What follows belongs to an exercise in optimizing a design on an open flow for small area; a production flow would make more cautious choices.
The RTL was checked by simulation tests, not by an equivalence proof against the original design.
Power figures rest on the tool's default switching activity, not on a simulated workload.

==> flow/design.v <==
module wdg9 (
    input  wire         clk,
    input  wire         rst_n,
    input  wire         tick,           
    input  wire [8:0]   run,            
    input  wire [7:0]   held,           
    input  wire [8:0]   en,
    input  wire [8:0]   win_en,
    input  wire [8:0]   chal_en,
    input  wire [143:0] timeout_ms,     
    input  wire [143:0] first_ms,
    input  wire [143:0] open_ms,
    input  wire [8:0]   en_mask,        
    input  wire         wdo_pol,        
    input  wire [6:0]   width_ms,
    input  wire         kick_v,         
    input  wire [3:0]   kick_w,         
    input  wire [31:0]  kick_data,
    input  wire [4:0]   rd_sel,
    output reg  [8:0]   exp_v,          
    output wire [26:0]  exp_cause,      
    output reg  [7:0]   exp_held,       
    output wire [7:0]   wrst,           
    output wire         dev_rst,        
    output reg          wdo,
    output reg          wdo_oe,
    output reg  [31:0]  rd_data
);
    assign wrst    = exp_v[7:0] & ~exp_held;
    assign dev_rst = exp_v[8];
    reg  [15:0] lfsr;
    wire        lfsr_fb = lfsr[15] ^ lfsr[13] ^ lfsr[12] ^ lfsr[10];
    wire [15:0] lfsr_p1 = (&lfsr) ? 16'h0001 : lfsr + 16'd1;
    reg  [8:0]  st_a, st_x, first;
    reg  [9:0]  t_us    [0:8];
    reg  [15:0] t_ms    [0:8];
    reg  [15:0] seed    [0:8];
    reg  [15:0] exp_cnt [0:8];
    reg  [15:0] vio_cnt [0:8];
    reg  [1:0]  cause   [0:8];
    wire        key_ok = kick_v && (kick_data[15:0] == 16'h5A5A);
    reg  [15:0] k_ms, k_open, k_seed;
    reg         k_win, k_chal, k_first;
    integer     j;
    always @* begin
        k_ms = 16'd0; k_open = 16'd0; k_seed = 16'd0;
        k_win = 1'b0; k_chal = 1'b0; k_first = 1'b0;
        for (j = 0; j < 9; j = j + 1)
            if (kick_w == j) begin
                k_ms    = t_ms[j];
                k_open  = open_ms[j*16 +: 16];
                k_seed  = seed[j];
                k_win   = win_en[j];
                k_chal  = chal_en[j];
                k_first = first[j];
            end
    end
    wire        k_early = k_win && !k_first && (k_ms < k_open);
    wire [15:0] k_ans   = {k_seed[10:0], k_seed[15:11]} ^ {4{kick_w}};
    wire        k_wrong = k_chal && (kick_data[31:16] != k_ans);
    wire [8:0]  ev;
    genvar g;
    generate for (g = 0; g < 9; g = g + 1) begin : wd
        wire        act     = en[g] & run[g];
        wire        running = act & st_a[g] & ~st_x[g];
        wire [15:0] f_ms    = first_ms[g*16 +: 16];
        wire [15:0] lim     = (first[g] && f_ms != 16'd0) ? f_ms : timeout_ms[g*16 +: 16];
        wire        us_end  = (t_us[g] == 10'd999);
        wire        ms_up   = tick & us_end;
        wire [16:0] ms_inc  = {1'b0, t_ms[g]} + {16'd0, ms_up};
        wire        tmo     = tick && (ms_inc >= {1'b0, lim});    
        wire        svc     = key_ok && (kick_w == g);
        wire        expire  = running & tmo;
        wire        bad     = running & ~tmo & svc & (k_early | k_wrong);
        wire        accept  = running & ~tmo & svc & ~k_early & ~k_wrong;
        wire        e       = expire | bad;
        wire        hold_e  = (g < 8) ? held[g % 8] : 1'b0;
        wire        ld_seed = act & (~st_a[g] | (e & (~hold_e | bad)) | (accept & chal_en[g]));
        wire        same    = (lfsr == seed[g]);
        wire        ce      = e & ~&exp_cnt[g];
        wire        cv      = bad & ~&vio_cnt[g];
        wire [15:0] car_e, car_v;
        assign car_e[0] = ce;
        assign car_v[0] = cv;
        genvar b;
        for (b = 1; b < 16; b = b + 1) begin : cc
            assign car_e[b] = car_e[b-1] & exp_cnt[g][b-1];
            assign car_v[b] = car_v[b-1] & vio_cnt[g][b-1];
        end
        assign ev[g]  = e;
        assign exp_cause[g*3 +: 3] = {1'b0, cause[g]};
        always @(posedge clk) begin
            if (!st_a[g] || svc || tmo || ms_up) t_us[g] <= 10'd0;
            else                                 t_us[g] <= t_us[g] + {9'd0, tick};
            if (!st_a[g] || svc || tmo)          t_ms[g] <= 16'd0;
            else                                 t_ms[g] <= ms_inc[15:0];
        end
        always @(posedge clk) begin
            if (!rst_n) seed[g] <= 16'd0; else if (ld_seed) seed[g] <= same ? lfsr_p1 : lfsr;
        end
        always @(posedge clk) begin
            if (!rst_n) begin
                st_a[g]    <= 1'b0;
                st_x[g]    <= 1'b0;
                first[g]   <= 1'b0;
                exp_cnt[g] <= 16'd0;
                vio_cnt[g] <= 16'd0;
                exp_v[g]   <= 1'b0;
                cause[g]   <= 2'd0;
                if (g < 8) exp_held[g % 8] <= 1'b0;
            end else begin
                exp_v[g]   <= e;
                exp_cnt[g] <= exp_cnt[g] ^ car_e;
                vio_cnt[g] <= vio_cnt[g] ^ car_v;
                if (!act) begin
                    st_a[g] <= 1'b0;
                    st_x[g] <= 1'b0;
                end else if (!st_a[g]) begin
                    st_a[g]  <= 1'b1;
                    first[g] <= 1'b1;
                end else if (e) begin
                    if (hold_e) st_x[g]  <= 1'b1;
                    else        first[g] <= 1'b1;
                end else if (accept) begin
                    first[g] <= 1'b0;
                end
                if (e) begin
                    cause[g] <= expire ? 2'd1 : k_early ? 2'd2 : 2'd3;
                    if (g < 8) exp_held[g % 8] <= hold_e;
                end
            end
        end
    end endgenerate
    reg  [31:0] total;
    wire [3:0]  n_ev = ev[0] + ev[1] + ev[2] + ev[3] + ev[4] + ev[5] + ev[6] + ev[7] + ev[8];
    wire [32:0] tot_s = {1'b0, total} + {29'd0, n_ev};
    reg         wdo_act;
    reg  [6:0]  w_ms;
    reg  [9:0]  w_us;
    reg  [15:0] pulses, merged;
    wire        req = |(ev & en_mask);
    always @(posedge clk) begin
        if (!wdo_act) begin
            w_ms <= width_ms;
            w_us <= 10'd0;
        end else if (tick) begin
            if (w_us == 10'd0) begin
                w_us <= 10'd999;
                w_ms <= w_ms - 7'd1;
            end else begin
                w_us <= w_us - 10'd1;
            end
        end
    end
    integer w;
    reg  [31:0] rd_n;
    always @* begin
        rd_n = 32'd0;
        for (w = 0; w < 9; w = w + 1) begin
            if (rst_n && rd_sel == w)     rd_n = rd_n | {vio_cnt[w], exp_cnt[w]};
            if (rst_n && rd_sel == w + 9) rd_n = rd_n | {st_x[w], st_a[w], first[w], 13'd0, seed[w]};
        end
        if (rst_n && rd_sel == 5'd18) rd_n = rd_n | total;
        if (rst_n && rd_sel == 5'd19) rd_n = rd_n | {merged, pulses};
    end
    always @(posedge clk) rd_data <= rd_n;
    always @(posedge clk) begin
        if (!rst_n) begin
            lfsr    <= 16'hACE1;
            total   <= 32'd0;
            wdo_act <= 1'b0;
            pulses  <= 16'd0;
            merged  <= 16'd0;
            wdo     <= 1'b0;
            wdo_oe  <= 1'b0;
        end else begin
            lfsr  <= {lfsr[14:0], lfsr_fb};
            total <= tot_s[32] ? 32'hFFFF_FFFF : tot_s[31:0];
            if (wdo_act) begin
                if (req && merged != 16'hFFFF) merged <= merged + 16'd1;
                if (tick && w_ms == 7'd0 && w_us[9:1] == 9'd0) wdo_act <= 1'b0;
            end else if (req) begin
                wdo_act <= 1'b1;
                if (pulses != 16'hFFFF) pulses <= pulses + 16'd1;
            end
            wdo_oe <= |en_mask;
            wdo    <= wdo_pol ? wdo_act : ~wdo_act;
        end
    end
endmodule
clock: 18.0 ns
lec_check: 0
cap_margin: 20
core_margin: 2
core_utilization: 45
slew_margin: 20
standard.sh (not shown) runs the stock make flow with config.mk's settings and CLKGATE_MAP_FILE= SYNTH_SCRIPT=/design/flow/synth_recipe.tcl, a recipe that flattens the netlist after the stock synthesis.
==> flow/flow/run.sh <==
#!/bin/bash
# Layout flow: the standard flow (standard.sh) on a copy of the ORFS scripts, with
# these changes:
#  - synthesis leaves adders to ABC (no extract_fa half/full-adder cells), and ABC maps
#    the logic with an area-oriented script (flow/abc.script, with &deepsyn) instead of ORFS's speed
#    script; the rest of synthesis, and so every register, is the standard one;
#  - port buffers are buf_1 rather than clkdlybuf4s50_1;
#  - CTS inserts no dummy loads, clusters up to 16 sinks, and uses clkbuf_8.
# Every tool's output stays in this folder: standard.log and orfs/logs/.
set -euo pipefail
W=$(pwd)
rm -rf "$W/scripts"
cp -r "$FLOW_HOME/scripts" "$W/scripts"
cp "$W/flow/abc.script" "$W/scripts/abc_speed.script"
cp "$W/flow/abc.script" "$W/scripts/abc_area.script"
sed -i 's/^  \[env_var_exists_and_non_empty ADDER_MAP_FILE\] &&$/  0 \&\& [env_var_exists_and_non_empty ADDER_MAP_FILE] \&\&/' "$W/scripts/synth.tcl"
grep -q '^  0 && \[env_var_exists_and_non_empty ADDER_MAP_FILE\] &&$' "$W/scripts/synth.tcl"
export SCRIPTS_DIR="$W/scripts"
export BUFFER_PORTS_ARGS="-buffer_cell sky130_fd_sc_hd__buf_1"
export CTS_ARGS="-sink_clustering_enable -sink_clustering_size 16 -sink_clustering_max_diameter 60 -repair_clock_nets -dont_use_dummy_load -buf_list {sky130_fd_sc_hd__clkbuf_8}"
bash standard.sh > "$W/standard.log" 2>&1
==> flow/flow/abc.script <==
strash
&get -n
&fraig -x
&put
scorr
dc2
strash
&get -n
&deepsyn -J 20 -T 600
&dch -f
&nf -R 1000 -p -F 8 -A 4
&put
The starting point completed with no timing, DRC or antenna violations.
Rerun with:
--- a/flow/flow/run.sh
+++ b/flow/flow/run.sh
@@ -19,3 +19,3 @@
 export BUFFER_PORTS_ARGS="-buffer_cell sky130_fd_sc_hd__buf_1"
-export CTS_ARGS="-sink_clustering_enable -sink_clustering_size 16 -sink_clustering_max_diameter 60 -repair_clock_nets -dont_use_dummy_load -buf_list {sky130_fd_sc_hd__clkbuf_8}"
+export CTS_ARGS="-sink_clustering_enable -sink_clustering_size 16 -sink_clustering_max_diameter 80 -repair_clock_nets -dont_use_dummy_load -buf_list {sky130_fd_sc_hd__clkbuf_8}"
 bash standard.sh > "$W/standard.log" 2>&1
=> The new run completed without violations. Final cell count stays flat. Final area came out lower by 0.48%. Power shrinks by 2.6%.

## afterwards: timing with drivers on the ports
No port has a modelled driver above. Below, the same layouts with a new extraction and two added sets of constraints.
Step 1 (the two cells are an assumption about what drives the block):
set clk [get_ports {clk}]
set_driving_cell -lib_cell sky130_fd_sc_hd__clkbuf_16 $clk
set_driving_cell -lib_cell sky130_fd_sc_hd__buf_2 [delete_from_list [all_inputs] $clk]
Step 2 also shifts input and output timing later by t, the mid clock arrival at the registers, as if the neighbouring blocks saw the same clock.
a / b / c = ideal / step 1 / step 2; a / b = the first two.
run	t (ns)	setup slack, ns	worst hold slack (ns)	clock arrival spread, ns	pins driven straight from the clock port
the first run	0.794	2.223 / 2.264 / 1.469	0.467 / 0.467 / 0.467	0.143 / 0.143	1
the second run	0.762	2.202 / 2.245 / 1.483	0.468 / 0.468 / 0.468	0.083 / 0.083	1
After both steps every run listed still meets setup and hold. The setup slack of the first run, which loses most, moves by +0.041 ns with the drivers and by -0.754 ns with both steps.
